This design comes from an exercise in tuning for small area, a short achievable clock period and few clock cycles per item on the open sky130 flow, not from production work. RTL that was checked went through simulation tests only; none was proved equivalent to the original. No activity file was given, so power comes from the tool's default toggle rates.

== the previous run ==
Design iris4_packer, start of the top module:
module iris4_packer (
    input  wire         clk,
    input  wire         rst,
    input  wire         in_valid,
    output wire         in_ready,
    input  wire [31:0]  in_data,
    input  wire [15:0]  in_draw,
    input  wire         in_last,
    input  wire [1:0]   in_rnd,
    input  wire         in_sat,
    input  wire         in_flush,
    output wire         out_valid,
    input  wire         out_ready,
    output wire [7:0]   out_scale,
    output wire [127:0] out_codes,
    output wire [5:0]   out_nsat,
    output wire [5:0]   out_nflush,
    output wire [5:0]   out_nnan
);
Settings: LEC_CHECK=0, CAP_MARGIN=20, CORE_MARGIN=2, CORE_UTILIZATION=60, CTS_CLUSTER_DIAMETER=90, CTS_CLUSTER_SIZE=28, PLACE_DENSITY=0.72, SLEW_MARGIN=20; clock period 40.0 ns.
standard.sh (not shown) runs the stock make flow with config.mk's settings and CLKGATE_MAP_FILE= SYNTH_SCRIPT=/design/flow/synth_recipe.tcl, a recipe that flattens the netlist after the stock synthesis.
==> flow/flow/run.sh <==
#!/bin/bash
# Standard layout, with the ports buffered by a plain buffer and timing
# repair asked to leave more setup slack than the clock needs.
set -euo pipefail
export BUFFER_PORTS_ARGS="-buffer_cell sky130_fd_sc_hd__buf_2"
bash standard.sh SETUP_SLACK_MARGIN=30.8 SKIP_GATE_CLONING=1 finish > standard.log 2>&1
Testbench counts of the previous run, summed over its fixed seeds: cycles 61,642, blocks 2,048.
Here is what was changed in the inputs of the current run compared with the previous run.
-- flow/design.v --
<<< the previous run, line 286
    wire [4:0] ccn1 = !t_last ? cur_cnt : d1v1 ? d1c1 : accc;
    integer i;
    reg  [127:0] codes_n;
    reg          c_sel, c_clr;
    always @* begin
        for (i = 0; i < 32; i = i + 1) begin
            c_sel = take && (idx == i);
            c_clr = take && first;
            codes_n[4*i +: 4] = ({4{c_sel}} & code) | ({4{!c_sel && !c_clr}} & codes[4*i +: 4]);
        end
    end
    always @(posedge clk)
        codes <= codes_n;
    always @(posedge clk) begin
        for (i = 1; i < NR; i = i + 1)
>>> the current run, line 286
    wire [4:0] ccn1 = !t_last ? cur_cnt : d1v1 ? d1c1 : accc;
    integer i;
    always @(posedge clk) begin
        for (i = 1; i < NR; i = i + 1)
<<< the previous run, line 365
                    nnan    <= d1_v ? (d1_scale == 8'hFF ? d1_n : 6'd0) : acc_nnan;
                end
                if (t_last) begin
                    ovalid <= 1'b1;
>>> the current run, line 354
                    nnan    <= d1_v ? (d1_scale == 8'hFF ? d1_n : 6'd0) : acc_nnan;
                end
                for (i = 0; i < 32; i = i + 1)
                    if (i == idx)
                        codes[4*i +: 4] <= code;
                    else if (first)
                        codes[4*i +: 4] <= 4'h0;
                if (t_last) begin
                    ovalid <= 1'b1;
### Flow results
Compared to the previous run, the current run has overall track demand over capacity in global routing 0.89 points lower.
The current run vs. the previous run: placement-stage worst setup slack went down by 0.20 ns; synthesized cell area went up by about 1.8%; final area went up by 700 um2; wire length of the first global-routing pass went down by about 2.7%.
Measured against each other, the current run and the previous run differ in met2 wire length, the lower figure coming from the current run.
Re via count: the current run and the previous run aren't equal, and the higher value belongs to the previous run.
Taking the previous run as the reference, in the current run hold slack has increased, initial core utilization +0.51 points, maximum number of pins on one net before global-route repair lower.
Of the current run and the previous run, the run reporting the lower max-slew headroom at the worst pin was the previous run.
In the tables for the current run and the previous run, met2 layer usage reported by global route reads higher with the previous run.
Compared with the previous run, in the current run proportion of power drawn by the clock network now smaller; count of flip-flops with a built-in enable after synthesis now larger.
Testbench counts of the current run, summed over its fixed seeds: cycles 61,642, blocks 2,048.

--- another note on this design; it stands on its own ---

// iris4_packer
module iris4_packer (
    input  wire         clk,
    input  wire         rst,
    input  wire         in_valid,
    output wire         in_ready,
    input  wire [31:0]  in_data,
    input  wire [15:0]  in_draw,
    input  wire         in_last,
    input  wire [1:0]   in_rnd,
    input  wire         in_sat,
    input  wire         in_flush,
    output wire         out_valid,
    input  wire         out_ready,
    output wire [7:0]   out_scale,
    output wire [127:0] out_codes,
    output wire [5:0]   out_nsat,
    output wire [5:0]   out_nflush,
    output wire [5:0]   out_nnan
);
    localparam integer NR  = 34;                 
    localparam integer TAP = NR - 2;             
    localparam integer W   = 47;                 
    reg  [W-1:0]  ring [0:NR-1];
    reg  [NR-1:0] rv;            
    reg  [5:0]    skip;          
    reg  [5:0]    gap;           
    reg           ready;         
    reg           blk_open;      
    reg           new0;          
    reg  [1:0]    r0_rnd;        
    reg           r0_sat;
    reg           r0_flush;
    reg  [7:0]   acc_sc;         
    reg          acc_nz;         
    reg          acc_nb;         
    reg  [5:0]   acc_nnn;        
    reg  [5:0]   acc_nov;        
    reg  [5:0]   acc_nfl;        
    reg  [1:0]   acc_rnd;
    reg          acc_done;       
    reg          acc_empty;      
    reg          d1_v;
    reg  [7:0]   d1_scale;
    reg  [1:0]   d1_rnd;
    reg  [5:0]   d1_nsat;
    reg  [5:0]   d1_nflush;
    reg  [5:0]   d1_nnan;
    reg  [7:0]   cur_scale;
    reg  [7:0]   cur_K;          
    reg  [1:0]   cur_rnd;
    reg          act;            
    reg  [4:0]   idx;
    reg          ovalid;
    reg  [7:0]   scale;
  ...
Size: ~3,700 cells after synthesis, ~210 I/O pins, ~52,000 µm² of cells after synthesis.
clock: 40.0 ns
lec_check: 0
cap_margin: 20
core_margin: 2
core_utilization: 40
cts_cluster_diameter: 90
cts_cluster_size: 28
slew_margin: 20
standard.sh (not shown) runs the stock make flow with config.mk's settings and CLKGATE_MAP_FILE= SYNTH_SCRIPT=/design/flow/synth_recipe.tcl, a recipe that flattens the netlist after the stock synthesis.
==> flow/flow/run.sh <==
#!/bin/bash
# Standard layout, with the ports buffered by a plain buffer and timing
# repair asked to leave more setup slack than the clock needs.
set -euo pipefail
export BUFFER_PORTS_ARGS="-buffer_cell sky130_fd_sc_hd__buf_2"
bash standard.sh SETUP_SLACK_MARGIN=30.5 finish > standard.log 2>&1
The first run produced a clean layout.
Then changed:
CTS_CLUSTER_SIZE = 24   (was 28)
After rerunning:
- clock skew goes up by 0.0044 ns
- routed wire length is about the same
- non-clock buffer count goes up by 1
- power goes up by 1.4%
- count of clock-buffer cells in the layout goes up by 14
- hold slack improves by 0.0090 ns
- worst setup slack improves by 0.049 ns
Then changed:
CTS_CLUSTER_DIAMETER = unset   (was 90)
CTS_CLUSTER_SIZE = unset   (was 24)
=> Area after synthesis stays the same. Global-route usage rises by 0.42 points. Sequential cell count is unchanged. Final area rose by 5.5%.
Function was not checked in any run of this note: the RTL went through the layout flow alone.

==> what the ideal ports hide <==
The flow's constraints put no driver on any port. The routed layouts listed below were extracted and timed again, unchanged, in two steps.
Step 1 (the two cells are an assumption about what drives the block):
set clk [get_ports {clk}]
set_driving_cell -lib_cell sky130_fd_sc_hd__clkbuf_16 $clk
set_driving_cell -lib_cell sky130_fd_sc_hd__buf_2 [delete_from_list [all_inputs] $clk]
Step 2 adds t to the input delays and takes it off the output delays; t is the mean of the earliest and latest rising clock arrival at the registers after step 1. Input paths then give back, and output paths get back, about the clock's delay inside the block.
Slacks: ideal / step 1 / step 2; pairs: ideal / step 1.
| run | shift t [ns] | setup slack, ns | worst setup path after step 2 | clock arrival spread, ns | slew at the worst register clock pin (ns) |
|---|---|---|---|---|---|
| the previous run | 0.730 | 30.711 / 30.641 / 30.072 | input to register | 0.044 / 0.043 | 0.11 / 0.11 |
| the current run | 0.717 | 30.697 / 30.635 / 30.189 | input to register | 0.065 / 0.064 | 0.11 / 0.11 |
| the first run of note 2 | 0.769 | 30.488 / 30.451 / 29.762 | input to register | 0.040 / 0.040 | 0.11 / 0.11 |
| the second run of note 2 | 0.762 | 30.538 / 30.473 / 29.810 | input to register | 0.050 / 0.049 | 0.10 / 0.10 |
| the third run of note 2 | 0.837 | 30.499 / 30.433 / 29.734 | input to register | 0.042 / 0.042 | 0.07 / 0.07 |
After both steps setup and hold are still met in every run listed. The setup slack of the third run of note 2, which loses most, moves by -0.066 ns with the drivers and by -0.765 ns with both steps.
